This design comes from an exercise in tuning for small area, a short achievable clock period and few clock cycles per item on the open sky130 flow, not from production work. RTL that was checked went through simulation tests only; none was proved equivalent to the original. No activity file was given, so power comes from the tool's default toggle rates.

==> trial 11 <==
==> flow/design.v <==
module mbcq_enc #(
    parameter integer L  = 34,      
    parameter integer RP = 32,      
    parameter integer HQ = 2        
) (
    input  wire        clk,
    input  wire        rst,         
    input  wire        in_valid,
    output wire        in_ready,
    input  wire        in_last,     
    input  wire [1:0]  in_fmt,      
    input  wire [1:0]  in_k,        
    input  wire [31:0] in_elem,     
    output wire        out_valid,
    input  wire        out_ready,
    output wire        out_hdr,     
    output wire        out_last,    
    output wire [15:0] out_data
);
    localparam integer QW = (HQ > 2) ? 2 : 1;       
    function automatic [4:0] lzc23;      
        input [22:0] v;
        integer i;
        begin
            lzc23 = 5'd23;
            for (i = 0; i < 23; i = i + 1)
                if (v[i]) lzc23 = 5'd23 - i[4:0];
        end
    endfunction
    wire        i_f16  = (in_fmt == 2'd2);
    wire        i_b16  = (in_fmt == 2'd1);
    wire        i_s    = (i_f16 || i_b16) ? in_elem[15] : in_elem[31];
    wire [7:0]  i_ex   = i_f16 ? {3'b000, in_elem[14:10]} : i_b16 ? in_elem[14:7] : in_elem[30:23];
    wire [22:0] i_man  = i_f16 ? {in_elem[9:0], 13'h0} : i_b16 ? {in_elem[6:0], 16'h0} : in_elem[22:0];
    wire [4:0]  i_lz   = i_f16 ? lzc23({in_elem[9:0], 13'h0}) :
                         i_b16 ? lzc23({in_elem[6:0], 16'h0}) : lzc23(in_elem[22:0]);
    reg        rdy;               
    reg        busy;              
    reg        a_v, a_last, a_s, a_f16;
    reg [1:0]  a_k;
    reg [7:0]  a_ex;
    reg [22:0] a_man;
    reg [4:0]  a_lz;              
    assign in_ready = rdy;
    always @(posedge clk) begin
        a_s    <= i_s;
        a_ex   <= i_ex;
        a_man  <= i_man;
        a_lz   <= i_lz;
        a_f16  <= i_f16;
        a_k    <= in_k;
        a_last <= in_last;
        if (rst) a_v <= 1'b0;
        else     a_v <= in_valid & !busy;
    end
    wire        a_spec = a_f16 ? (a_ex[4:0] == 5'h1F) : (a_ex == 8'hFF);
    wire        a_sub  = (a_ex == 8'd0);
    wire        a_zero = a_sub && (a_man == 23'd0);
    wire [8:0]  a_base = a_f16 ? 9'd369 : 9'd257;       
    wire [8:0]  a_ebf  = a_sub ? a_base - {4'b0000, a_lz} : a_base - 9'd1 + {1'b0, a_ex};
    wire [8:0]  a_eb   = a_spec ? 9'h1FF : a_zero ? 9'd0 : a_ebf;
    wire [8:0]  a_ebm  = (a_spec || a_zero) ? 9'd0 : a_ebf;    
    wire [22:0] c_frac = a_sub ? (a_man << a_lz) : a_man;
    wire [25:0] c_word = {a_s, a_eb, c_frac[22:8], |c_frac[7:0]};
    reg [4:0]  bcnt;              
    reg [8:0]  e_run;             
    reg        esc_run;
    reg [1:0]  k_run;
    wire [8:0] e_new   = (a_ebm > e_run) ? a_ebm : e_run;
    wire       esc_new = esc_run | a_spec;
    wire [1:0] k_new   = (bcnt == 5'd0) ? a_k : k_run;
    wire       b_end   = a_v && (a_last || bcnt == 5'd31);
    reg [16:0]   hq [0:HQ-1];
    reg [QW-1:0] hq_wp, hq_rp;
    reg [QW:0]   hq_cnt;
    always @(posedge clk) begin
        if (b_end) hq[hq_wp] <= {esc_new, e_new, k_new, bcnt};
    end
    always @(posedge clk) begin
        if (rst) begin
            bcnt    <= 5'd0;
            e_run   <= 9'd0;
            esc_run <= 1'b0;
            hq_wp   <= {QW{1'b0}};
        end else if (a_v) begin
            if (b_end) begin
                bcnt    <= 5'd0;
                e_run   <= 9'd0;
                esc_run <= 1'b0;
                hq_wp   <= (hq_wp == HQ - 1) ? {QW{1'b0}} : hq_wp + 1'b1;
            end else begin
                bcnt    <= bcnt + 5'd1;
                e_run   <= e_new;
                esc_run <= esc_new;
                k_run   <= k_new;
            end
        end
    end
    reg [25:0]  ring [0:L-1];
    reg [L-1:0] ring_v;
    integer w;
    always @(posedge clk) begin
        ring[0] <= a_v ? c_word : ring[L-1];
        for (w = 1; w < L; w = w + 1)
            ring[w] <= ring[w - 1];
    end
    reg        o1_v;
    reg        adv_q;             
    wire       adv = !o1_v;
    reg        have;
    reg [5:0]  wpos;
    reg        rd_act;            
    reg [4:0]  rd_rem;            
    reg [9:0]  rd_eoff;           
    reg [1:0]  rd_k;
    reg        rd_esc;
    wire [16:0] hq_h     = hq[hq_rp];
    wire        hq_any   = (hq_cnt != 0);
    wire        at_rd    = have && (wpos == RP);
    wire        iss_hdr  = adv && !rd_act && hq_any && have && (wpos == RP - 1);
    wire        iss_code = adv && rd_act && at_rd;
    wire [8:0]  h_emax   = hq_h[15:7];
    wire        h_nz     = (h_emax != 9'd0);
    wire [1:0]  h_k      = hq_h[6:5];
    wire        h_esc    = hq_h[16];
    wire [8:0]  h_e      = h_nz ? h_emax + 9'd129 : 9'd0;      
    reg        nx_any;
    reg [5:0]  nx_pos;
    integer q;
    always @(*) begin
        nx_any = 1'b0;
        nx_pos = 6'd0;
        for (q = RP + 1; q < L; q = q + 1)
            if (ring_v[q]) begin nx_any = 1'b1; nx_pos = q; end
        for (q = 0; q < RP; q = q + 1)
            if (ring_v[q]) begin nx_any = 1'b1; nx_pos = q; end
    end
    always @(posedge clk) begin
        if (rst) begin
            ring_v <= {L{1'b0}};
            have   <= 1'b0;
        end else begin
            ring_v <= {ring_v[L-2:0], a_v | ring_v[L-1]} & ~({{(L-1){1'b0}}, iss_code} << (RP + 1));
            if (iss_code) begin
                have <= nx_any || a_v;
                wpos <= !nx_any ? 6'd0 : (nx_pos == L - 1) ? 6'd0 : nx_pos + 6'd1;
            end else if (have) begin
                wpos <= (wpos == L - 1) ? 6'd0 : wpos + 6'd1;
            end else if (a_v) begin
                have <= 1'b1;
                wpos <= 6'd0;
            end
        end
    end
    always @(posedge clk) begin
        if (rst) begin
            rd_act <= 1'b0;
            hq_rp  <= {QW{1'b0}};
        end else if (iss_hdr) begin
            rd_act  <= 1'b1;
            rd_rem  <= hq_h[4:0];
            rd_eoff <= !h_nz ? 10'h3FF : {1'b0, h_emax} + {9'd0, h_esc} +
                       ((h_k == 2'd0) ? 10'd10 : (h_k == 2'd1) ? 10'd6 : 10'd2);
            rd_k    <= h_k;
            rd_esc  <= h_esc;
            hq_rp   <= (hq_rp == HQ - 1) ? {QW{1'b0}} : hq_rp + 1'b1;
        end else if (iss_code) begin
            rd_rem <= rd_rem - 5'd1;
            if (rd_rem == 5'd0) rd_act <= 1'b0;
        end
    end
    wire [QW:0] hq_nx  = hq_cnt + b_end - iss_hdr;
    always @(posedge clk) begin
        if (rst) hq_cnt <= {(QW+1){1'b0}};
        else     hq_cnt <= hq_nx;
    end
    wire [25:0] r1_w  = ring[RP];
    wire [8:0]  r1_eb = r1_w[24:16];
    wire [9:0]  r1_d  = rd_eoff - {1'b0, r1_eb};
    wire        r1_z  = (r1_d[9:5] != 5'd0);         
    wire [16:0] r1_h  = {1'b1, r1_w[15:0]};
    wire [33:0] x_sh  = {r1_h, 17'h0} >> r1_d[4:0];
    wire [14:0] x_q   = r1_z ? 15'd0 : x_sh[31:17];
    wire        x_rnd = !r1_z && x_sh[16] && ((|x_sh[15:0]) || x_sh[17]);
    reg        r2_v, r2_hdr, r2_last, r2_rnd, r2_s, r2_spec, r2_nan, r2_esc;
    reg [14:0] r2_q;
    reg [1:0]  r2_k;
    always @(posedge clk) begin
        if (rst) r2_v <= 1'b0;
        else if (adv) r2_v <= iss_hdr || iss_code;
        if (adv_q) begin
            r2_hdr  <= iss_hdr;
            r2_last <= iss_code && (rd_rem == 5'd0);
            r2_q    <= iss_hdr ? {6'd0, h_e} : x_q;
            r2_rnd  <= x_rnd;
            r2_s    <= r1_w[25];
            r2_spec <= (r1_eb == 9'h1FF);
            r2_nan  <= (r1_w[15:0] != 16'd0);
            r2_esc  <= iss_hdr ? h_esc : rd_esc;
            r2_k    <= rd_k;
        end
    end
    reg [14:0] hi_mask;       
    reg [15:0] kmask, top;    
    always @(*) begin
        case (r2_k)
            2'd0:    begin kmask = 16'h00FF; top = 16'h0080; end
            2'd1:    begin kmask = 16'h0FFF; top = 16'h0800; end
            default: begin kmask = 16'hFFFF; top = 16'h8000; end
        endcase
        case ({r2_k, r2_esc})
            3'b000:  hi_mask = 15'h7F80;
            3'b001:  hi_mask = 15'h7FC0;
            3'b010:  hi_mask = 15'h7800;
            3'b011:  hi_mask = 15'h7C00;
            3'b101, 3'b111: hi_mask = 15'h4000;
            default: hi_mask = 15'h0000;
        endcase
    end
    wire        ovf  = ((r2_q & hi_mask) != 15'd0) || (((r2_q | hi_mask) == 15'h7FFF) && r2_rnd);
    wire [15:0] lim  = {1'b0, ~hi_mask};
    wire [15:0] sgn_q = ({1'b0, r2_q} ^ {16{r2_s}}) + {15'd0, r2_s ^ r2_rnd};
    wire [15:0] sgn_l = r2_s ? ~lim + 16'd1 : lim;
    wire [15:0] sgn   = ovf ? sgn_l : sgn_q;
    reg [15:0] code;
    always @(*) begin
        if (r2_hdr)
            code = {r2_esc, 6'b000000, r2_q[8:0]};
        else if (r2_spec)
            code = r2_nan ? top : r2_s ? top + 16'd1 : top - 16'd1;
        else
            code = sgn & kmask;
    end
    reg        o0_v, o0_hdr, o0_last, o1_hdr, o1_last;
    reg        o0_e;                           
    reg [15:0] o0_data, o1_data;
    wire       w_v  = adv && r2_v;             
    wire       o0_ld = o0_e || out_ready;      
    always @(posedge clk) begin
        if (rst) begin
            o0_v  <= 1'b0;
            o0_e  <= 1'b1;
            o1_v  <= 1'b0;
            adv_q <= 1'b1;
        end else begin
            if (o0_ld) o0_v <= o1_v || w_v;
            if (o0_ld) o0_e <= !(o1_v || w_v);
            o1_v  <= o1_v ? !o0_ld : (w_v && !o0_ld);
            adv_q <= o1_v ? o0_ld : !(w_v && !o0_ld);
        end
        if (o0_ld) begin
            o0_hdr  <= o1_v ? o1_hdr  : r2_hdr;
            o0_last <= o1_v ? o1_last : r2_last;
            o0_data <= o1_v ? o1_data : code;
        end
        if (!o1_v) begin
            o1_hdr  <= r2_hdr;
            o1_last <= r2_last;
            o1_data <= code;
        end
    end
    reg  [5:0] lpos;              
    always @(posedge clk) begin
        if (rst || a_v) lpos <= 6'd0;
        else            lpos <= (lpos == L - 1) ? 6'd0 : lpos + 6'd1;
    end
    wire a_ends   = a_v ? (!b_end && bcnt == 5'd30) : (bcnt == 5'd31);
    wire take_now = in_valid && !busy;
    wire take_end = take_now && (in_last || a_ends);
    wire [5:0] lpos_w  = a_v ? 6'd1 : (lpos >= L - 2) ? lpos + 6'd2 - L : lpos + 6'd2;
    wire       start   = a_v ? b_end : (bcnt == 5'd0);
    wire       unwound = !have || ((wpos < L - 2 || iss_code) && wpos + 6'd2 >= lpos_w);
    wire       rd_act_nx = iss_hdr ? 1'b1 : (iss_code && rd_rem == 5'd0) ? 1'b0 : rd_act;
    wire       next_w    = iss_code || (have && wpos == RP - 1);
    wire       o1n_0     = !o0_e && (o1_v || w_v);       
    wire       read_1    = next_w && rd_act_nx;
    wire       read_0    = read_1 && !o1n_0;
    wire       slot_1    = !ring_v[L-3] || read_1;
    wire       slot_0    = !ring_v[L-3] || read_0;
    wire       idle_ok   = start ? (lpos_w != 6'd0 && unwound && (hq_nx < HQ))
                                 : (lpos_w == 6'd0);
    wire       pace_ok   = take_now ? !take_end : idle_ok;
    wire       rdy_nx    = (out_ready ? slot_1 : slot_0) && pace_ok;
    always @(posedge clk) begin
        if (rst) begin
            rdy  <= 1'b1;
            busy <= 1'b0;
        end else begin
            rdy  <= rdy_nx;
            busy <= !rdy_nx;
        end
    end
    assign out_valid = o0_v;
    assign out_hdr   = o0_hdr;
    assign out_last  = o0_last;
    assign out_data  = o0_data;
endmodule
==> flow/flow/run.sh <==
#!/bin/bash
# Own layout flow: the standard ORFS flow (standard.sh), with the ports
# buffered by a plain buffer instead of the delay-cell buffer ORFS picks.
# The make output goes to flow.log in the work folder; ORFS's own per-step
# logs stay under orfs/logs/.
set -euo pipefail
bash standard.sh \
  "BUFFER_PORTS_ARGS=-buffer_cell sky130_fd_sc_hd__buf_2" \
  SETUP_SLACK_MARGIN=11.5 \
  finish > flow.log 2>&1
==> flow/standard.sh <==
#!/bin/bash
# synth_recipe.tcl (not shown) runs the flow's synth.tcl, then flattens the netlist and writes it again
# the make line also repeats each setting of config.mk as NAME=value (left out here)
make -C /OpenROAD-flow-scripts/flow DESIGN_CONFIG=/design/flow/config.mk WORK_HOME=/design/flow/orfs CLKGATE_MAP_FILE= SYNTH_SCRIPT=/design/flow/synth_recipe.tcl "${@:-finish}"
==> flow/config.mk <==
export PLATFORM = sky130hd
export DESIGN_NAME = mbcq_enc
export DESIGN_NICKNAME = mbcq_enc
export VERILOG_FILES = /design/flow/design.v
export SDC_FILE = /design/flow/constraint.sdc
export NUM_CORES = 4
export LEC_CHECK = 0
export CAP_MARGIN = 20
export CORE_MARGIN = 2
export CORE_UTILIZATION = 80
export CTS_BUF_LIST = sky130_fd_sc_hd__clkbuf_8
export CTS_CLUSTER_DIAMETER = 70
export CTS_CLUSTER_SIZE = 14
export PLACE_DENSITY = 0.9
export SLEW_MARGIN = 20
==> flow/constraint.sdc <==
create_clock -name core_clock -period 16.0 [get_ports {clk}]
set_input_delay 3.2000 -clock core_clock [delete_from_list [all_inputs] [get_ports {clk}]]
set_output_delay 3.2000 -clock core_clock [all_outputs]
set_load 0.01 [all_outputs]
==> inputs of build 21, as changes to trial 11 <==
- CORE_UTILIZATION: 80 -> 65
- CTS_BUF_LIST: sky130_fd_sc_hd__clkbuf_8 -> sky130_fd_sc_hd__clkbuf_16
- CTS_CLUSTER_DIAMETER: 70 -> 80
- CTS_CLUSTER_SIZE: 14 -> 30
- PLACE_DENSITY: 0.9 -> 0.75
==> inputs of trial 69, as changes to trial 11 <==
--- a/flow/design.v
+++ b/flow/design.v
@@ -36,7 +36,11 @@
                          i_b16 ? lzc23({in_elem[6:0], 16'h0}) : lzc23(in_elem[22:0]);
+    wire        i_spec = i_f16 ? (in_elem[14:10] == 5'h1F) : (i_ex == 8'hFF);
+    wire        i_sub  = (i_ex == 8'd0);
+    wire        i_zero = i_sub && (i_man == 23'd0);
+    wire [8:0]  i_ebn  = i_f16 ? {4'b0000, in_elem[14:10]} + 9'd368 : {1'b1, i_ex};
     reg        rdy;               
     reg        busy;              
-    reg        a_v, a_last, a_s, a_f16;
+    reg        a_v, a_last, a_s, a_f16, a_spec, a_sub, a_zero;
     reg [1:0]  a_k;
-    reg [7:0]  a_ex;
+    reg [8:0]  a_ebn;
     reg [22:0] a_man;
@@ -46,3 +50,3 @@
         a_s    <= i_s;
-        a_ex   <= i_ex;
+        a_ebn  <= i_ebn;
         a_man  <= i_man;
@@ -50,2 +54,5 @@
         a_f16  <= i_f16;
+        a_spec <= i_spec;
+        a_sub  <= i_sub;
+        a_zero <= i_zero;
         a_k    <= in_k;
@@ -55,7 +62,4 @@
     end
-    wire        a_spec = a_f16 ? (a_ex[4:0] == 5'h1F) : (a_ex == 8'hFF);
-    wire        a_sub  = (a_ex == 8'd0);
-    wire        a_zero = a_sub && (a_man == 23'd0);
     wire [8:0]  a_base = a_f16 ? 9'd369 : 9'd257;       
-    wire [8:0]  a_ebf  = a_sub ? a_base - {4'b0000, a_lz} : a_base - 9'd1 + {1'b0, a_ex};
+    wire [8:0]  a_ebf  = a_sub ? a_base - {4'b0000, a_lz} : a_ebn;
     wire [8:0]  a_eb   = a_spec ? 9'h1FF : a_zero ? 9'd0 : a_ebf;
- CORE_UTILIZATION: 80 -> 70
- CTS_BUF_LIST: sky130_fd_sc_hd__clkbuf_8 -> sky130_fd_sc_hd__clkbuf_16
- CTS_CLUSTER_DIAMETER: 70 -> 80
- CTS_CLUSTER_SIZE: 14 -> 30
- PLACE_DENSITY: 0.9 -> 0.8
==> inputs of build 49, as changes to trial 11 <==
- CORE_UTILIZATION: 80 -> 70
- CTS_BUF_LIST: sky130_fd_sc_hd__clkbuf_8 -> sky130_fd_sc_hd__clkbuf_16
- CTS_CLUSTER_DIAMETER: 70 -> 80
- CTS_CLUSTER_SIZE: 14 -> 30
- PLACE_DENSITY: 0.9 -> 0.8
==> insert_results.sql <==
INSERT INTO impl_metrics (metric_group, metric, value, unit) VALUES
('layout', 'finish.cell_count_without_fillers', '3092', ''),
('floorplanning', 'floorplan.core_area', '45190', 'um2'),
('placed_design', 'post_dp_cell_area', '32730', 'um2'),
('yosys', 'seq_area_frac_synth', '73.39', '%'),
('power', 'lkg_pwr', '13.85', 'nW'),
('outcome', 'status', 'timing/DRC/antenna clean', ''),
('layout', 'seq_area_share', '68.40', '%'),
('cts', 'cts_post_setup_buffers_inserted', '4', '');
# the run above: trial 69

==> insert_results.sql <==
INSERT INTO impl_metrics (metric_group, metric, value, unit) VALUES
('outcome', 'status', 'timing/DRC/antenna clean', ''),
('floorplanning', 'floorplan.core_area', '39640', 'um2'),
('layout', 'postLayoutCoreUtil', '86.22', '%'),
('sta', 'relSlewSlack', '28.18', '%'),
('route', 'route.vias.total', '19014', ''),
('power', 'lkg_pwr', '13.95', 'nW'),
('layout', 'finish.cell_count_without_fillers', '3071', ''),
('cts', 'cts_post_setup_buffers_inserted', '0', ''),
('placed_design', 'post_dp_cell_area', '32750', 'um2');
# the run above: trial 11

==> insert_results.sql <==
INSERT INTO impl_metrics (metric_group, metric, value, unit) VALUES
('layout', 'stdcell_area', '34360', 'um2'),
('layout', 'seq_area_share', '67.95', '%'),
('setup_path', 'crit_path_max_fanout', '1', ''),
('yosys', 'synth.ff_latch_count', '1115', ''),
('placed_design', 'dp_slack', '10.61', 'ns'),
('power', 'lkg_pwr', '13.88', 'nW'),
('yosys', 'seq_area_frac_synth', '72.82', '%'),
('floorplanning', 'floorplan.core_area', '48850', 'um2'),
('placed_design', 'post_dp_cell_area', '32940', 'um2'),
('cts', 'cts_post_setup_buffers_inserted', '0', ''),
('yosys', 'count_of_flip_flops_with_a_built_in_enable_after_synthesis', '102', ''),
('layout', 'finish.cell_count_without_fillers', '3158', ''),
('outcome', 'status', 'timing/DRC/antenna clean', ''),
('yosys', 'synth_top_area_cell', 'dfxtp_1', '');
# the run above: build 21

==> insert_results.sql <==
INSERT INTO impl_metrics (metric_group, metric, value, unit) VALUES
('outcome', 'status', 'timing/DRC/antenna clean', ''),
('layout', 'finish.cell_count_without_fillers', '3094', ''),
('yosys', 'post_synth_fa_ha_maj_area_fraction', '2.615', '%'),
('power', 'lkg_pwr', '13.85', 'nW'),
('layout', 'seq_area_share', '68.29', '%'),
('cts', 'cts_post_setup_buffers_inserted', '0', ''),
('yosys', 'seq_area_frac_synth', '72.82', '%'),
('yosys', 'synth.ff_latch_count', '1115', '');
# the run above: build 49

Testbench counts of trial 11, summed over its fixed seeds: cycles 377,724, items 363,761.
Testbench counts of build 21, summed over its fixed seeds: cycles 377,724, items 363,761.
Testbench counts of build 49, summed over its fixed seeds: cycles 377,724, items 363,761.
For trial 69, only the layout was checked, not whether the RTL still works.

separate check: timing with driven ports:
How much do the figures lean on ideal ports? The routed layouts below were timed once more, with nothing changed but the port constraints.
Step 1 sets driving cells, clkbuf_16 on the clock port and buf_2 on the other inputs (assumed; they add their load-dependent delay and slew).
Step 2 adds t to the input delays and takes it off the output delays; t is the mean of the earliest and latest rising clock arrival at the registers after step 1. Input paths then give back, and output paths get back, about the clock's delay inside the block.
Slacks: ideal / step 1 / step 2; pairs: ideal / step 1.
| run | t, ns | setup slack, ns | worst setup path at the end | worst data-port slew with drivers (ns) | cell pins on the clock port's net |
|---|---|---|---|---|---|
| trial 11 | 0.751 | 11.468 / 11.414 / 11.043 | input to register | 0.06 | 1 |
| build 21 | 0.659 | 11.589 / 11.530 / 11.114 | input to register | 0.04 | 1 |
| trial 69 | 0.668 | 11.558 / 11.500 / 10.998 | input to register | 0.04 | 1 |
| build 49 | 0.653 | 11.625 / 11.570 / 11.127 | input to register | 0.03 | 1 |
After both steps every run listed still meets setup and hold. For trial 69, which loses most, drivers alone change the setup slack by -0.058 ns; drivers and shift together by -0.560 ns.
